Context: an optimization exercise on an open-source flow, tuned for small area. The choices shown serve that exercise and are no tape-out recipe. Only simulation tests tie the RTL to the original design; equivalence was not proved.

Setup of build 19:
// agdel_dat_rx
module agdel_dat_rx (
    input  wire         clk,
    input  wire         rst,           
    input  wire [575:0] rx_data,       
    input  wire [71:0]  rx_check,      
    input  wire [1:0]   rx_frm0,       
    input  wire [1:0]   rx_frm1,       
    input  wire [8:0]   cnt_clr,       
    input  wire [3:0]   cnt_sel,       
    output reg          out_valid,     
    output reg          out_discard,   
    output reg          out_poison,    
    output reg          out_plane,     
    output reg          out_ce_frame,  
    output reg  [575:0] out_data,      
    output reg  [8:0]   out_ce,        
    output reg  [8:0]   out_uc,        
    output reg  [62:0]  out_ce_where,  
    output wire [15:0]  cnt_rd         
);
==> flow/config.mk <==
export PLATFORM = sky130hd
export DESIGN_NAME = agdel_dat_rx
export DESIGN_NICKNAME = agdel_dat_rx
export VERILOG_FILES = /design/flow/design.v
export SDC_FILE = /design/flow/constraint.sdc
export NUM_CORES = 4
export LEC_CHECK = 0
export CAP_MARGIN = 0
export CORE_MARGIN = 2
export CORE_UTILIZATION = 45
export SLEW_MARGIN = 0
export SYNTH_HIERARCHICAL = 1
==> flow/constraint.sdc <==
create_clock -name core_clock -period 7.0 [get_ports {clk}]
set_input_delay 1.4000 -clock core_clock [delete_from_list [all_inputs] [get_ports {clk}]]
set_output_delay 1.4000 -clock core_clock [all_outputs]
set_load 0.01 [all_outputs]
standard.sh (not shown) runs the stock make flow with config.mk's settings and CLKGATE_MAP_FILE= SYNTH_SCRIPT=/design/flow/synth_recipe.tcl, a recipe that flattens the netlist after the stock synthesis.
==> flow/flow/run.sh <==
#!/bin/bash
# Standard layout, except: the port buffers are the smallest buffer cell (buf_1) instead of
# the one buffer_ports picks by default; pins may sit one routing track apart, so the die can
# be smaller; and clock tree synthesis uses small clock buffers without dummy loads.
# ORFS keeps each step's log under orfs/logs/; make's output goes to flow_make.log.
set -euo pipefail
export BUFFER_PORTS_ARGS="-buffer_cell sky130_fd_sc_hd__buf_1"
export PLACE_PINS_ARGS="-min_distance 1 -min_distance_in_tracks"
export CTS_ARGS="-sink_clustering_enable -repair_clock_nets -dont_use_dummy_load -sink_clustering_size 20 -buf_list {sky130_fd_sc_hd__clkbuf_2 sky130_fd_sc_hd__clkbuf_4}"
bash standard.sh > flow_make.log 2>&1
The flow ended early for build 19: it failed with a tool error in 5_1_grt.
diff inputs: build 19 => build 20
# build 19
export LEC_CHECK = 0
export CAP_MARGIN = 0
export CORE_MARGIN = 2
export CORE_UTILIZATION = 45
export SLEW_MARGIN = 0
export SYNTH_HIERARCHICAL = 1
create_clock -name core_clock -period 7.0 [get_ports {clk}]
# build 20
export LEC_CHECK = 0
export CAP_MARGIN = 0
export CORE_MARGIN = 2
export CORE_UTILIZATION = 30
export GPL_TIMING_DRIVEN = 0
export SETUP_SLACK_MARGIN = 0.3
export SLEW_MARGIN = 0
export SYNTH_HIERARCHICAL = 1
create_clock -name core_clock -period 7.0 [get_ports {clk}]
==> flow/flow/run.sh <==
#!/bin/bash
# Standard layout, except: the port buffers are the smallest buffer cell (buf_1) instead of
# the one buffer_ports picks by default, and clock tree synthesis uses small clock buffers
# (clkbuf_2, clkbuf_4) without dummy loads. ORFS keeps each step's log under orfs/logs/;
# make's output goes to flow_make.log.
set -euo pipefail
export BUFFER_PORTS_ARGS="-buffer_cell sky130_fd_sc_hd__buf_1"
export CTS_ARGS="-sink_clustering_enable -repair_clock_nets -dont_use_dummy_load -sink_clustering_size 20 -buf_list {sky130_fd_sc_hd__clkbuf_2 sky130_fd_sc_hd__clkbuf_4}"
bash standard.sh > flow_make.log 2>&1
## What came out
From build 19 to build 20 the numbers moved as follows: number of distinct library cell variants in the gate-level netlist after synthesis comparable, number of CTS-inserted buffers has increased, final weighted congestion of routability-driven global placement -about 3.2%.
Half-perimeter wire length after placement, build 20 and build 19: smaller value in build 19
Build 19 → build 20: row count went up by 25; total of cells resized after clock tree synthesis grew by 56; total setup buffers inserted after CTS now sits higher; total cell area at the placement stage decreased 0.0023 mm^2.
Looking at the reports, build 20 completed the entire flow and the layout it produced met the timing, design-rule and antenna checks.
Changes observed in build 20 relative to build 19: vertical die dimension went up by 22%, die span in x went up by 22%.
The following lists how build 47 was set up differently from build 20:
# build 20
export LEC_CHECK = 0
export CAP_MARGIN = 0
export CORE_MARGIN = 2
export CORE_UTILIZATION = 30
export GPL_TIMING_DRIVEN = 0
export SETUP_SLACK_MARGIN = 0.3
export SLEW_MARGIN = 0
export SYNTH_HIERARCHICAL = 1
create_clock -name core_clock -period 7.0 [get_ports {clk}]
# build 47
export LEC_CHECK = 0
export CAP_MARGIN = 0
export CORE_MARGIN = 2
export CORE_UTILIZATION = 40
export GPL_TIMING_DRIVEN = 0
export SLEW_MARGIN = 0
export SYNTH_HIERARCHICAL = 1
create_clock -name core_clock -period 7.0 [get_ports {clk}]
==> flow/flow/run.sh <==
#!/bin/bash
# Standard layout, except: the port buffers are the smallest buffer cell (buf_1) instead of
# the one buffer_ports picks by default; pins may sit one routing track apart, so the die can
# be smaller; and clock tree synthesis uses small clock buffers without dummy loads.
# ORFS keeps each step's log under orfs/logs/; make's output goes to flow_make.log.
set -euo pipefail
export BUFFER_PORTS_ARGS="-buffer_cell sky130_fd_sc_hd__buf_1"
export PLACE_PINS_ARGS="-min_distance 1 -min_distance_in_tracks"
export CTS_ARGS="-sink_clustering_enable -repair_clock_nets -dont_use_dummy_load -sink_clustering_size 20 -buf_list {sky130_fd_sc_hd__clkbuf_2 sky130_fd_sc_hd__clkbuf_4}"
bash standard.sh > flow_make.log 2>&1
- Stage in which a tool error killed build 47: 5_1_grt.
- Placer congestion estimate: build 47 vs build 20 up about 3.3%
- [build 47 vs build 20] post-detailed-placement half-perimeter wirelength: lower in build 47
- When build 47 is measured against build 20, its post-cts sizing count turns out 8 lower.
- Compared build 20 against build 47; share of the synthesized area in compound gates (AO/OA/AOI/OAI) within noise.
- Re sequential share of the synthesized area: no difference whatsoever between build 47 and build 20.
- Build 20 → build 47: cell count after placement decreased by about 6% relative to the old numbers; cell count after synthesis about even.
- Taking build 20 as the reference, in build 47 instance area at placement went down 1.5%, placement-stage worst setup slack went down 0.069 ns.
- For the effective utilization at floorplan, build 47 came in 10 points higher than build 20 did.
- Build 47 vs build 20, y dimension of the die went down by 13%.
Changes in build 97 relative to build 47:
# build 47
export LEC_CHECK = 0
export CAP_MARGIN = 0
export CORE_MARGIN = 2
export CORE_UTILIZATION = 40
export GPL_TIMING_DRIVEN = 0
export SLEW_MARGIN = 0
export SYNTH_HIERARCHICAL = 1
create_clock -name core_clock -period 7.0 [get_ports {clk}]
# build 97
export LEC_CHECK = 0
export CAP_MARGIN = 0
export CORE_MARGIN = 2
export CORE_UTILIZATION = 45
export GPL_TIMING_DRIVEN = 0
export SLEW_MARGIN = 0
export SYNTH_HIERARCHICAL = 1
create_clock -name core_clock -period 7.0 [get_ports {clk}]
diff --git a/flow/flow/run.sh b/flow/flow/run.sh
--- a/flow/flow/run.sh
+++ b/flow/flow/run.sh
@@ -8,3 +8,3 @@
 export PLACE_PINS_ARGS="-min_distance 1 -min_distance_in_tracks"
-export CTS_ARGS="-sink_clustering_enable -repair_clock_nets -dont_use_dummy_load -sink_clustering_size 20 -buf_list {sky130_fd_sc_hd__clkbuf_2 sky130_fd_sc_hd__clkbuf_4}"
+export CTS_ARGS="-sink_clustering_enable -repair_clock_nets -dont_use_dummy_load -sink_clustering_size 30 -sink_clustering_max_diameter 60 -buf_list {sky130_fd_sc_hd__clkbuf_4}"
 bash standard.sh > flow_make.log 2>&1
## What came out
- Flow for build 97 halted at 5_1_grt, error code GRT-0116.
- Number of H-tree branching levels: build 97 vs build 47 down 1
- Sort build 97 and build 47 by initial cell density of the core asc -> top: build 47
- Build 97 against build 47; cell count after placement is down slightly.
> inputs changed (build 97 -> build 61)
# build 97
export LEC_CHECK = 0
export CAP_MARGIN = 0
export CORE_MARGIN = 2
export CORE_UTILIZATION = 45
export GPL_TIMING_DRIVEN = 0
export SLEW_MARGIN = 0
export SYNTH_HIERARCHICAL = 1
create_clock -name core_clock -period 7.0 [get_ports {clk}]
# build 61
export LEC_CHECK = 0
export CAP_MARGIN = 0
export CORE_MARGIN = 2
export CORE_UTILIZATION = 30
export GPL_TIMING_DRIVEN = 0
export SETUP_SLACK_MARGIN = 0.1
export SLEW_MARGIN = 0
export SYNTH_HIERARCHICAL = 1
create_clock -name core_clock -period 7.0 [get_ports {clk}]
==> flow/flow/run.sh <==
#!/bin/bash
# Standard layout, except: the port buffers are the smallest buffer cell (buf_1) instead of
# the one buffer_ports picks by default, and clock tree synthesis uses small clock buffers
# (clkbuf_2, clkbuf_4) without dummy loads. ORFS keeps each step's log under orfs/logs/;
# make's output goes to flow_make.log.
set -euo pipefail
export BUFFER_PORTS_ARGS="-buffer_cell sky130_fd_sc_hd__buf_1"
export CTS_ARGS="-sink_clustering_enable -repair_clock_nets -dont_use_dummy_load -sink_clustering_size 20 -buf_list {sky130_fd_sc_hd__clkbuf_2 sky130_fd_sc_hd__clkbuf_4}"
bash standard.sh > flow_make.log 2>&1
--- outcome ---
- Build 97 did not run to completion, as it errored out during 5_1_grt.
- Build 61 finished all stages; the layout is clean.
- Looking at post-DP HPWL, build 61 sits 55000 um above build 97.
- Build 97 -> build 61: number of cells produced by synthesis delta 0, exact match
- From build 97 to build 61 the numbers moved as follows: count of standard-cell rows rose 22%, count of buffers inserted at the top-level ports about even, count of cell types in the netlist about even, worst setup timing slack at the placement stage fell 0.33 ns.
- Comparing build 97 against build 61, there is no change at all in net count of the mapped netlist.
- Going from build 97 to build 61, the placed standard-cell area was found to have gone up by 1.6%.
- Total instance count after detailed placement: build 61 and build 97 compared, lower one is build 97
- Diff build 97..build 61 | per-instance average area after synthesis | unchanged

-- afterwards: timing with drivers on the ports --
Ports are ideal in the flow. The routed layouts listed here were re-timed in OpenROAD.
Step 1 sets driving cells, clkbuf_16 on the clock port and buf_2 on the other inputs (assumed; they add their load-dependent delay and slew).
Step 2 moves the port delays by t, midway between the first and last clock arrival at a register: inputs arrive t later, outputs are due t later. That takes back most of the time a late clock gives input paths.
a / b / c = ideal / step 1 / step 2; a / b = the first two.
run | t (ns) | setup WS [ns] | slew at the worst register clock pin (ns) | pins driven straight from the clock port
build 20 | 1.216 | 0.415 / 0.300 / -0.917 | 0.07 / 0.07 | 1
build 61 | 1.270 | 0.364 / 0.215 / -1.055 | 0.07 / 0.07 | 1
With both steps, setup timing fails in build 20 and build 61, where it was met with ideal ports. For build 61, which loses most, drivers alone change the setup slack by -0.149 ns; drivers and shift together by -1.419 ns.
